From an optimization exercise on the open Yosys and OpenROAD flow, aimed at small area, a short achievable clock period and few clock cycles per item; shortcuts taken in it are not production practice. At most, simulation tests tie the RTL to the original design; equivalence was not proved. Power and IR drop assume default switching activity.

Setup of north:
==> flow/design.v <==
module cdt_builder (
    input  wire        clk,
    input  wire        rst,             
    input  wire [4:0]  cfg_k,
    input  wire [10:0] cfg_min_used,
    input  wire [10:0] cfg_max_used,
    input  wire [15:0] cfg_max_width,
    input  wire [2:0]  cfg_interp,
    input  wire        in_valid,
    output wire        in_ready,
    input  wire [24:0] in_count,
    output reg         out_valid,
    output reg  [9:0]  out_code,
    output reg  [15:0] out_entry,
    output reg  [9:0]  out_fine,
    output reg         out_wrap,
    output reg         res_valid,
    output wire [2:0]  res_interp,
    output reg         res_accept,
    output wire [10:0] res_used,
    output wire [24:0] res_widest,
    output reg         res_event,
    output wire [7:0]  res_acc_mask
);
    reg         v1;
    wire [9:0]  cprev = out_code + {8'd0, v0 & v1, v0 ^ v1};
    reg         first;
    reg         last;
    reg  [2:0]  st;             
    reg         rdy;            
    reg  [4:0]  k_nx;           
    assign in_ready = rdy;
    wire        take  = in_valid & in_ready;       
    wire        clr   = first & in_ready;
    reg  [24:0] h0;             
    reg         v0;
    reg  [4:0]  k_q;            
    reg  [10:0] min_used_q;
    reg  [10:0] max_used_q;
    reg  [15:0] max_width_q;
    reg  [2:0]  interp_q;
    wire [4:0]  k_in  = {cfg_k[3], cfg_k[2:0] == 3'd7, cfg_k[2:0] == 3'd6,
                         cfg_k[2:0] == 3'd5, cfg_k[2:0] == 3'd4};
    wire [4:0]  k_now = first ? k_nx : k_q;
    reg         chk;            
    wire        fin = v0 & first;           
    reg  [2:0]  hold;
    always @(*) begin
        hold = k_q[0] ? 3'd5 : k_q[1] ? 3'd4 : 3'd3;
    end
    always @(*) begin
        h0_d = ({25{take & k_now[0]}} & (in_count << 4)) |
               ({25{take & k_now[1]}} & (in_count << 3)) |
               ({25{take & k_now[2]}} & (in_count << 2)) |
               ({25{take & k_now[3]}} & (in_count << 1)) |
               ({25{take & k_now[4]}} & in_count) |
               ({25{fin}} & {1'b0, max_width_q, 8'd1});
    end
    reg  [24:0] h0_d;
    always @(posedge clk) begin
        h0    <= h0_d;
        k_nx  <= k_in;
        if (rst) begin
            st    <= 3'd0;
            rdy   <= 1'b0;
            first <= 1'b1;
            last  <= 1'b0;
            v0    <= 1'b0;
            chk   <= 1'b0;
        end else begin
            v0  <= take;
            chk <= fin;
            if (take) begin
                first <= last;
                last  <= (cprev == 10'd1021);
            end
            if (take & last)
                st <= hold;
            else if (st != 3'd0)
                st <= st - 3'd1;
            rdy <= ~(take & last) & ((st == 3'd0) | (st == 3'd1)) &
                   (~(take ? last : first) | in_valid);
        end
        if (clr) begin
            k_q         <= k_in;
            min_used_q  <= cfg_min_used;
            max_used_q  <= cfg_max_used;
            max_width_q <= cfg_max_width;
            interp_q    <= cfg_interp;
        end
    end
    reg  [12:0] a_lo;
    reg  [12:0] a_hi;
    reg         a_c;
    reg  [10:0] used;
    reg  [24:0] widest;         
    reg         ge_min;         
    reg         over_max;       
    wire [13:0] s_lo_d = {1'b0, a_lo} + {1'b0, h0[12:0]};
    wire [12:0] s_hi_d = a_hi + {1'b0, h0[24:13]} + {12'd0, a_c};
    wire [13:0] a_lo_d = {1'b0, a_lo} + {1'b0, h0[11:0], 1'b0};
    wire [12:0] a_hi_d = a_hi + h0[24:12] + {12'd0, a_c};
    wire        nz    = v0 & (|h0);
    wire        gt    = h0 > widest;
    reg         shift;
    always @(*) begin
        shift = (k_q[0] & (st >= 3'd1) & (st <= 3'd4)) |
                (k_q[1] & (st >= 3'd1) & (st <= 3'd3)) |
                (k_q[2] & (st >= 3'd1) & (st <= 3'd2)) |
                (k_q[3] & (st == 3'd2));
    end
    always @(posedge clk) begin
        a_lo <= clr ? 13'd256 : a_lo_d[12:0];
        a_hi <= clr ? 13'd0   : a_hi_d;
        a_c  <= ~clr & a_lo_d[13];
        used <= clr ? 11'd0 : (used + {10'd0, nz});
        if (shift | clr | chk | gt)
            widest <= shift ? (widest >> 1) : clr ? 25'd0 : chk ? widest : h0;
        ge_min   <= ~clr & (ge_min | (used == min_used_q));
        over_max <= ~clr & (over_max | (nz & (used == max_used_q)));
    end
    reg  [12:0] s_hi;           
    reg         s_c;
    reg  [3:0]  s_mid;          
    wire [12:0] e_hi      = s_hi + {12'd0, s_c};           
    wire [16:0] e17       = {e_hi, s_mid};                 
    wire [15:0] entry     = e17[15:0] | {16{e17[16]}};
    wire [12:0] fine_sum  = s_hi + {11'd0, 1'b1, s_c};
    wire [10:0] fine_full = fine_sum[12:2];
    always @(posedge clk) begin
        s_hi  <= s_hi_d;
        s_c   <= s_lo_d[13];
        s_mid <= s_lo_d[12:9];
        if (rst) begin
            v1        <= 1'b0;
            out_valid <= 1'b0;
            out_code  <= 10'h3FF;
        end else begin
            v1        <= v0;
            out_valid <= v1;
            out_code  <= out_code + {9'd0, v1};
        end
        out_entry <= entry;
        out_fine  <= fine_full[9:0];
        out_wrap  <= fine_full[10];
    end
    wire        used_ok = (ge_min | (used == min_used_q)) & ~over_max;
    reg  [3:0]  run [0:7];
    reg  [7:0]  acc_mask;
    integer     i;
    wire        judge = (st == 3'd1);
    reg  [3:0]  run_sel;        
    wire [3:0]  run_new = res_accept ? 4'd0 :
                          (run_sel == 4'b1100) ? 4'b1100 :
                          {run_sel[2:0], ~(run_sel[3] ^ run_sel[2])};
    always @(posedge clk) begin
        if (chk)
            res_accept <= gt & used_ok;
        run_sel   <= run[interp_q];
        res_event <= ~res_accept & (run_sel == 4'b0110);
        if (rst) begin
            res_valid <= 1'b0;
            acc_mask  <= 8'd0;
            for (i = 0; i < 8; i = i + 1)
                run[i] <= 4'd0;
        end else begin
            res_valid <= judge;
            for (i = 0; i < 8; i = i + 1)
                if (judge && interp_q == i) begin
                    run[i] <= run_new;
                    if (res_accept)
                        acc_mask[i] <= 1'b1;
                end
        end
    end
    assign res_interp   = interp_q;
    assign res_used     = used;
    assign res_widest   = widest;
    assign res_acc_mask = acc_mask;
endmodule
export LEC_CHECK = 0
export CAP_MARGIN = 20
export CORE_MARGIN = 2
export CORE_UTILIZATION = 50
export CTS_CLUSTER_DIAMETER = 100
export CTS_CLUSTER_SIZE = 20
export SETUP_SLACK_MARGIN = 3.6
export SLEW_MARGIN = 20
export TNS_END_PERCENT = 10
create_clock -name core_clock -period 6.0 [get_ports {clk}]
standard.sh (not shown) runs the stock make flow with config.mk's settings and CLKGATE_MAP_FILE= SYNTH_SCRIPT=/design/flow/synth_recipe.tcl, a recipe that flattens the netlist after the stock synthesis.
==> flow/flow/run.sh <==
#!/bin/bash
# The standard layout, with buf_1 (rather than the default buffer) on the
# input and output ports; every port still gets its own buffer.
set -o pipefail
bash standard.sh "BUFFER_PORTS_ARGS=-buffer_cell sky130_fd_sc_hd__buf_1" finish > standard_make.log 2>&1
Changes in middle relative to north:
-- flow/design.v --
<<< north, line 29
    reg  [2:0]  st;             
    reg         rdy;            
    reg  [4:0]  k_nx;           
    assign in_ready = rdy;
    wire        take  = in_valid & in_ready;       
>>> middle, line 29
    reg  [2:0]  st;             
    reg         rdy;            
    assign in_ready = rdy;
    wire        take  = in_valid & in_ready;       
<<< north, line 42
    wire [4:0]  k_in  = {cfg_k[3], cfg_k[2:0] == 3'd7, cfg_k[2:0] == 3'd6,
                         cfg_k[2:0] == 3'd5, cfg_k[2:0] == 3'd4};
    wire [4:0]  k_now = first ? k_nx : k_q;
    reg         chk;            
    wire        fin = v0 & first;           
>>> middle, line 41
    wire [4:0]  k_in  = {cfg_k[3], cfg_k[2:0] == 3'd7, cfg_k[2:0] == 3'd6,
                         cfg_k[2:0] == 3'd5, cfg_k[2:0] == 3'd4};
    wire [4:0]  k_now = first ? k_in : k_q;
    reg         chk;            
    wire        fin = v0 & first;           
<<< north, line 60
    always @(posedge clk) begin
        h0    <= h0_d;
        k_nx  <= k_in;
        if (rst) begin
            st    <= 3'd0;
            rdy   <= 1'b0;
            first <= 1'b1;
            last  <= 1'b0;
>>> middle, line 59
    always @(posedge clk) begin
        h0    <= h0_d;
        if (rst) begin
            st    <= 3'd0;
            rdy   <= 1'b1;
            first <= 1'b1;
            last  <= 1'b0;
<<< north, line 79
            else if (st != 3'd0)
                st <= st - 3'd1;
            rdy <= ~(take & last) & ((st == 3'd0) | (st == 3'd1)) &
                   (~(take ? last : first) | in_valid);
        end
        if (clr) begin
>>> middle, line 77
            else if (st != 3'd0)
                st <= st - 3'd1;
            rdy <= ~(take & last) & ((st == 3'd0) | (st == 3'd1));
        end
        if (clr) begin
<<< north, line 102
    wire [12:0] a_hi_d = a_hi + h0[24:12] + {12'd0, a_c};
    wire        nz    = v0 & (|h0);
    wire        gt    = h0 > widest;
    reg         shift;
    always @(*) begin
>>> middle, line 99
    wire [12:0] a_hi_d = a_hi + h0[24:12] + {12'd0, a_c};
    wire        nz    = v0 & (|h0);
    wire        gt_hi = h0[24:12] > widest[24:12];
    wire        eq_hi = h0[24:12] == widest[24:12];
    wire        gt_lo = h0[11:0] > widest[11:0];
    wire        gt    = gt_hi | (eq_hi & gt_lo);
    reg         shift;
    always @(*) begin
<<< north, line 115
        a_c  <= ~clr & a_lo_d[13];
        used <= clr ? 11'd0 : (used + {10'd0, nz});
        if (shift | clr | chk | gt)
            widest <= shift ? (widest >> 1) : clr ? 25'd0 : chk ? widest : h0;
        ge_min   <= ~clr & (ge_min | (used == min_used_q));
        over_max <= ~clr & (over_max | (nz & (used == max_used_q)));
>>> middle, line 115
        a_c  <= ~clr & a_lo_d[13];
        used <= clr ? 11'd0 : (used + {10'd0, nz});
        if (shift | clr | chk | gt_hi)
            widest[24:12] <= shift ? widest[24:13] : clr ? 13'd0 : chk ? widest[24:12] : h0[24:12];
        if (shift | clr | chk | gt)
            widest[11:0]  <= shift ? widest[12:1] : clr ? 12'd0 : chk ? widest[11:0] : h0[11:0];
        ge_min   <= ~clr & (ge_min | (used == min_used_q));
        over_max <= ~clr & (over_max | (nz & (used == max_used_q)));
### Flow results
Worst setup timing slack at the placement stage (lower): north
When middle is measured against north, its highest clock frequency the design can meet turns out 4.4% higher.
Wire length of the first global-routing pass: middle higher than north
Of middle and north, the higher final cycle utilization of the critical path belongs to north.
Area growth from synthesis to layout: middle vs north down 2.1 points
No run of this note included a check of the RTL's function; only the layout flow was run.

Another version of the RTL of cdt_builder (not shown whole).
Size: roughly 1200 cells after synthesis, ~250 flip-flops, about 160 I/O pins.
==> module cdt_builder, before the edit <==
module cdt_builder (
    input  wire        clk,
    input  wire        rst,             
    input  wire [4:0]  cfg_k,
    input  wire [10:0] cfg_min_used,
    input  wire [10:0] cfg_max_used,
    input  wire [15:0] cfg_max_width,
    input  wire [2:0]  cfg_interp,
    input  wire        in_valid,
    output wire        in_ready,
    input  wire [24:0] in_count,
    output reg         out_valid,
    output reg  [9:0]  out_code,
    output reg  [15:0] out_entry,
    output reg  [9:0]  out_fine,
    output reg         out_wrap,
    output reg         res_valid,
    output wire [2:0]  res_interp,
    output reg         res_accept,
    output wire [10:0] res_used,
    output wire [24:0] res_widest,
    output reg         res_event,
    output wire [7:0]  res_acc_mask
);
    reg         v1;
    wire [9:0]  cprev = out_code + {8'd0, v0 & v1, v0 ^ v1};
    reg         first;
    reg         last;
    reg  [2:0]  st;             
    reg         rdy;            
    assign in_ready = rdy;
    wire        take  = in_valid & in_ready;       
    wire        clr   = first & in_ready;
    reg  [24:0] h0;             
    reg         v0;
    reg  [4:0]  k_q;            
    reg  [10:0] min_used_q;
    reg  [10:0] max_used_q;
    reg  [15:0] max_width_q;
    reg  [2:0]  interp_q;
    wire [4:0]  k_in  = {cfg_k[3], cfg_k[2:0] == 3'd7, cfg_k[2:0] == 3'd6,
                         cfg_k[2:0] == 3'd5, cfg_k[2:0] == 3'd4};
    wire [4:0]  k_now = first ? k_in : k_q;
    reg         chk;            
    wire        fin = v0 & first;           
    reg  [2:0]  hold;
    always @(*) begin
        hold = k_q[0] ? 3'd5 : k_q[1] ? 3'd4 : 3'd3;
    end
    always @(*) begin
        h0_d = ({25{take & k_now[0]}} & (in_count << 4)) |
               ({25{take & k_now[1]}} & (in_count << 3)) |
               ({25{take & k_now[2]}} & (in_count << 2)) |
               ({25{take & k_now[3]}} & (in_count << 1)) |
               ({25{take & k_now[4]}} & in_count) |
               ({25{fin}} & {1'b0, max_width_q, 8'd1});
    end
    reg  [24:0] h0_d;
    always @(posedge clk) begin
        h0    <= h0_d;
        if (rst) begin
            st    <= 3'd0;
            rdy   <= 1'b1;
            first <= 1'b1;
            last  <= 1'b0;
            v0    <= 1'b0;
            chk   <= 1'b0;
        end else begin
            v0  <= take;
            chk <= fin;
            if (take) begin
                first <= last;
                last  <= (cprev == 10'd1021);
            end
            if (take & last)
                st <= hold;
            else if (st != 3'd0)
                st <= st - 3'd1;
            rdy <= ~(take & last) & ((st == 3'd0) | (st == 3'd1));
        end
        if (clr) begin
            k_q         <= k_in;
            min_used_q  <= cfg_min_used;
            max_used_q  <= cfg_max_used;
            max_width_q <= cfg_max_width;
            interp_q    <= cfg_interp;
        end
    end
    reg  [12:0] a_lo;
    reg  [12:0] a_hi;
    reg         a_c;
    reg  [10:0] used;
    reg  [24:0] widest;         
    reg         ge_min;         
    reg         over_max;       
    wire [13:0] s_lo_d = {1'b0, a_lo} + {1'b0, h0[12:0]};
    wire [12:0] s_hi_d = a_hi + {1'b0, h0[24:13]} + {12'd0, a_c};
    wire [13:0] a_lo_d = {1'b0, a_lo} + {1'b0, h0[11:0], 1'b0};
    wire [12:0] a_hi_d = a_hi + h0[24:12] + {12'd0, a_c};
    wire        nz    = v0 & (|h0);
    wire        gt_hi = h0[24:12] > widest[24:12];
    wire        eq_hi = h0[24:12] == widest[24:12];
    wire        gt_lo = h0[11:0] > widest[11:0];
    wire        gt    = gt_hi | (eq_hi & gt_lo);
    reg         shift;
    always @(*) begin
        shift = (k_q[0] & (st >= 3'd1) & (st <= 3'd4)) |
                (k_q[1] & (st >= 3'd1) & (st <= 3'd3)) |
                (k_q[2] & (st >= 3'd1) & (st <= 3'd2)) |
                (k_q[3] & (st == 3'd2));
    end
    always @(posedge clk) begin
        a_lo <= clr ? 13'd256 : a_lo_d[12:0];
        a_hi <= clr ? 13'd0   : a_hi_d;
        a_c  <= ~clr & a_lo_d[13];
        used <= clr ? 11'd0 : (used + {10'd0, nz});
        if (shift | clr | chk | gt)
            widest <= shift ? (widest >> 1) : clr ? 25'd0 : chk ? widest : h0;
        ge_min   <= ~clr & (ge_min | (used == min_used_q));
        over_max <= ~clr & (over_max | (nz & (used == max_used_q)));
    end
    reg  [12:0] s_hi;           
    reg         s_c;
    reg  [3:0]  s_mid;          
    wire [12:0] e_hi      = s_hi + {12'd0, s_c};           
    wire [16:0] e17       = {e_hi, s_mid};                 
    wire [15:0] entry     = e17[15:0] | {16{e17[16]}};
    wire [12:0] fine_sum  = s_hi + {11'd0, 1'b1, s_c};
    wire [10:0] fine_full = fine_sum[12:2];
    always @(posedge clk) begin
        s_hi  <= s_hi_d;
        s_c   <= s_lo_d[13];
        s_mid <= s_lo_d[12:9];
        if (rst) begin
            v1        <= 1'b0;
            out_valid <= 1'b0;
            out_code  <= 10'h3FF;
        end else begin
            v1        <= v0;
            out_valid <= v1;
            out_code  <= out_code + {9'd0, v1};
        end
        out_entry <= entry;
        out_fine  <= fine_full[9:0];
        out_wrap  <= fine_full[10];
    end
    wire        used_ok = (ge_min | (used == min_used_q)) & ~over_max;
    reg  [3:0]  run [0:7];
    reg  [7:0]  acc_mask;
    integer     i;
    wire        judge = (st == 3'd1);
    reg  [3:0]  run_sel;        
    wire [3:0]  run_new = res_accept ? 4'd0 :
                          (run_sel == 4'b1100) ? 4'b1100 :
                          {run_sel[2:0], ~(run_sel[3] ^ run_sel[2])};
    always @(posedge clk) begin
        if (chk)
            res_accept <= gt & used_ok;
        run_sel   <= run[interp_q];
        res_event <= ~res_accept & (run_sel == 4'b0110);
        if (rst) begin
            res_valid <= 1'b0;
            acc_mask  <= 8'd0;
            for (i = 0; i < 8; i = i + 1)
                run[i] <= 4'd0;
        end else begin
            res_valid <= judge;
            for (i = 0; i < 8; i = i + 1)
                if (judge && interp_q == i) begin
                    run[i] <= run_new;
                    if (res_accept)
                        acc_mask[i] <= 1'b1;
                end
        end
    end
    assign res_interp   = interp_q;
    assign res_used     = used;
    assign res_widest   = widest;
    assign res_acc_mask = acc_mask;
endmodule
==> flow/config.mk <==
export PLATFORM = sky130hd
export DESIGN_NAME = cdt_builder
export DESIGN_NICKNAME = cdt_builder
export VERILOG_FILES = /design/flow/design.v
export SDC_FILE = /design/flow/constraint.sdc
export NUM_CORES = 4
export LEC_CHECK = 0
export CAP_MARGIN = 20
export CORE_MARGIN = 2
export CORE_UTILIZATION = 50
export CTS_CLUSTER_DIAMETER = 100
export CTS_CLUSTER_SIZE = 20
export SETUP_SLACK_MARGIN = 3.6
export SLEW_MARGIN = 20
export TNS_END_PERCENT = 10
==> flow/constraint.sdc <==
create_clock -name core_clock -period 6.0 [get_ports {clk}]
set_input_delay 1.2000 -clock core_clock [delete_from_list [all_inputs] [get_ports {clk}]]
set_output_delay 1.2000 -clock core_clock [all_outputs]
set_load 0.01 [all_outputs]
Scripts as last shown in full above: flow/flow/run.sh
Testbench counts at the start, summed over its fixed seeds: cycles 65,745, items 65,536.
Rerun with:
--- a/flow/design.v
+++ b/flow/design.v
@@ -27,8 +27,9 @@
     reg         first;
     reg         last;
     reg  [2:0]  st;             
     reg         rdy;            
+    reg  [4:0]  k_nx;           
     assign in_ready = rdy;
     wire        take  = in_valid & in_ready;       
     wire        clr   = first & in_ready;
     reg  [24:0] h0;             
@@ -39,9 +40,9 @@
     reg  [15:0] max_width_q;
     reg  [2:0]  interp_q;
     wire [4:0]  k_in  = {cfg_k[3], cfg_k[2:0] == 3'd7, cfg_k[2:0] == 3'd6,
                          cfg_k[2:0] == 3'd5, cfg_k[2:0] == 3'd4};
-    wire [4:0]  k_now = first ? k_in : k_q;
+    wire [4:0]  k_now = first ? k_nx : k_q;
     reg         chk;            
     wire        fin = v0 & first;           
     reg  [2:0]  hold;
     always @(*) begin
@@ -57,11 +58,12 @@
     end
     reg  [24:0] h0_d;
     always @(posedge clk) begin
         h0    <= h0_d;
+        k_nx  <= k_in;
         if (rst) begin
             st    <= 3'd0;
-            rdy   <= 1'b1;
+            rdy   <= 1'b0;
             first <= 1'b1;
             last  <= 1'b0;
             v0    <= 1'b0;
             chk   <= 1'b0;
@@ -75,9 +77,10 @@
             if (take & last)
                 st <= hold;
             else if (st != 3'd0)
                 st <= st - 3'd1;
-            rdy <= ~(take & last) & ((st == 3'd0) | (st == 3'd1));
+            rdy <= ~(take & last) & ((st == 3'd0) | (st == 3'd1)) &
+                   (~(take ? last : first) | in_valid);
         end
         if (clr) begin
             k_q         <= k_in;
             min_used_q  <= cfg_min_used;
@@ -97,12 +100,9 @@
     wire [12:0] s_hi_d = a_hi + {1'b0, h0[24:13]} + {12'd0, a_c};
     wire [13:0] a_lo_d = {1'b0, a_lo} + {1'b0, h0[11:0], 1'b0};
     wire [12:0] a_hi_d = a_hi + h0[24:12] + {12'd0, a_c};
     wire        nz    = v0 & (|h0);
-    wire        gt_hi = h0[24:12] > widest[24:12];
-    wire        eq_hi = h0[24:12] == widest[24:12];
-    wire        gt_lo = h0[11:0] > widest[11:0];
-    wire        gt    = gt_hi | (eq_hi & gt_lo);
+    wire        gt    = h0 > widest;
     reg         shift;
     always @(*) begin
         shift = (k_q[0] & (st >= 3'd1) & (st <= 3'd4)) |
                 (k_q[1] & (st >= 3'd1) & (st <= 3'd3)) |
@@ -148,16 +148,15 @@
     reg  [3:0]  run [0:7];
     reg  [7:0]  acc_mask;
     integer     i;
     wire        judge = (st == 3'd1);
-    reg  [3:0]  run_sel;        
+    wire [3:0]  run_sel = run[interp_q];
     wire [3:0]  run_new = res_accept ? 4'd0 :
                           (run_sel == 4'b1100) ? 4'b1100 :
                           {run_sel[2:0], ~(run_sel[3] ^ run_sel[2])};
     always @(posedge clk) begin
         if (chk)
             res_accept <= gt & used_ok;
-        run_sel   <= run[interp_q];
         res_event <= ~res_accept & (run_sel == 4'b0110);
         if (rst) begin
             res_valid <= 1'b0;
             acc_mask  <= 8'd0;
Sequential cell count came out higher by 1.
Final cell count fell slightly.
Wire length falls by a few percent.
Die area decreases slightly.
First-iteration DRC count came out lower by a little under a tenth.
Cell area rose slightly.
Setup slack gains 0.0086 ns.
Hold slack loses 0.013 ns.
Global-route usage falls by 0.49 points.
Synthesized cell count fell by a few percent.
Sequential share of layout area is lower by 0.27 points.
Power fell by about a fifth.
Clock power is about the same.
Non-clock buffer count rose by 22.
Testbench counts after the change, summed over its fixed seeds: cycles 65,753, items 65,536.

## separate check: timing with driven ports
In the flow no input, the clock included, has a driving cell. The finished layouts below were timed again as built, in two steps. Step 1 assumes that a clkbuf_16 drives the clock port and a buf_2 every other input. Step 2 also shifts input and output timing later by t, the mid clock arrival at the registers, as if the neighbouring blocks saw the same clock. Three values: no drivers, after step 1, after step 2; two values: the first two.
run	t, ns	setup WS [ns]	worst hold slack (ns)	slew at the worst register clock pin (ns)	worst slew at a driven data input, ns
north	0.536	3.403 / 3.354 / 3.490	0.410 / 0.410 / 0.410	0.09 / 0.09	0.05
middle	0.537	3.511 / 3.461 / 3.425	0.433 / 0.433 / 0.433	0.09 / 0.09	0.09
the first run of note 2	0.528	3.555 / 3.504 / 3.390	0.425 / 0.425 / 0.425	0.09 / 0.09	0.07
the second run of note 2	0.542	3.564 / 3.514 / 3.474	0.412 / 0.412 / 0.412	0.09 / 0.09	0.05
After both steps setup and hold are still met in every run listed. For the first run of note 2, which loses most, drivers alone change the setup slack by -0.051 ns; drivers and shift together by -0.165 ns.
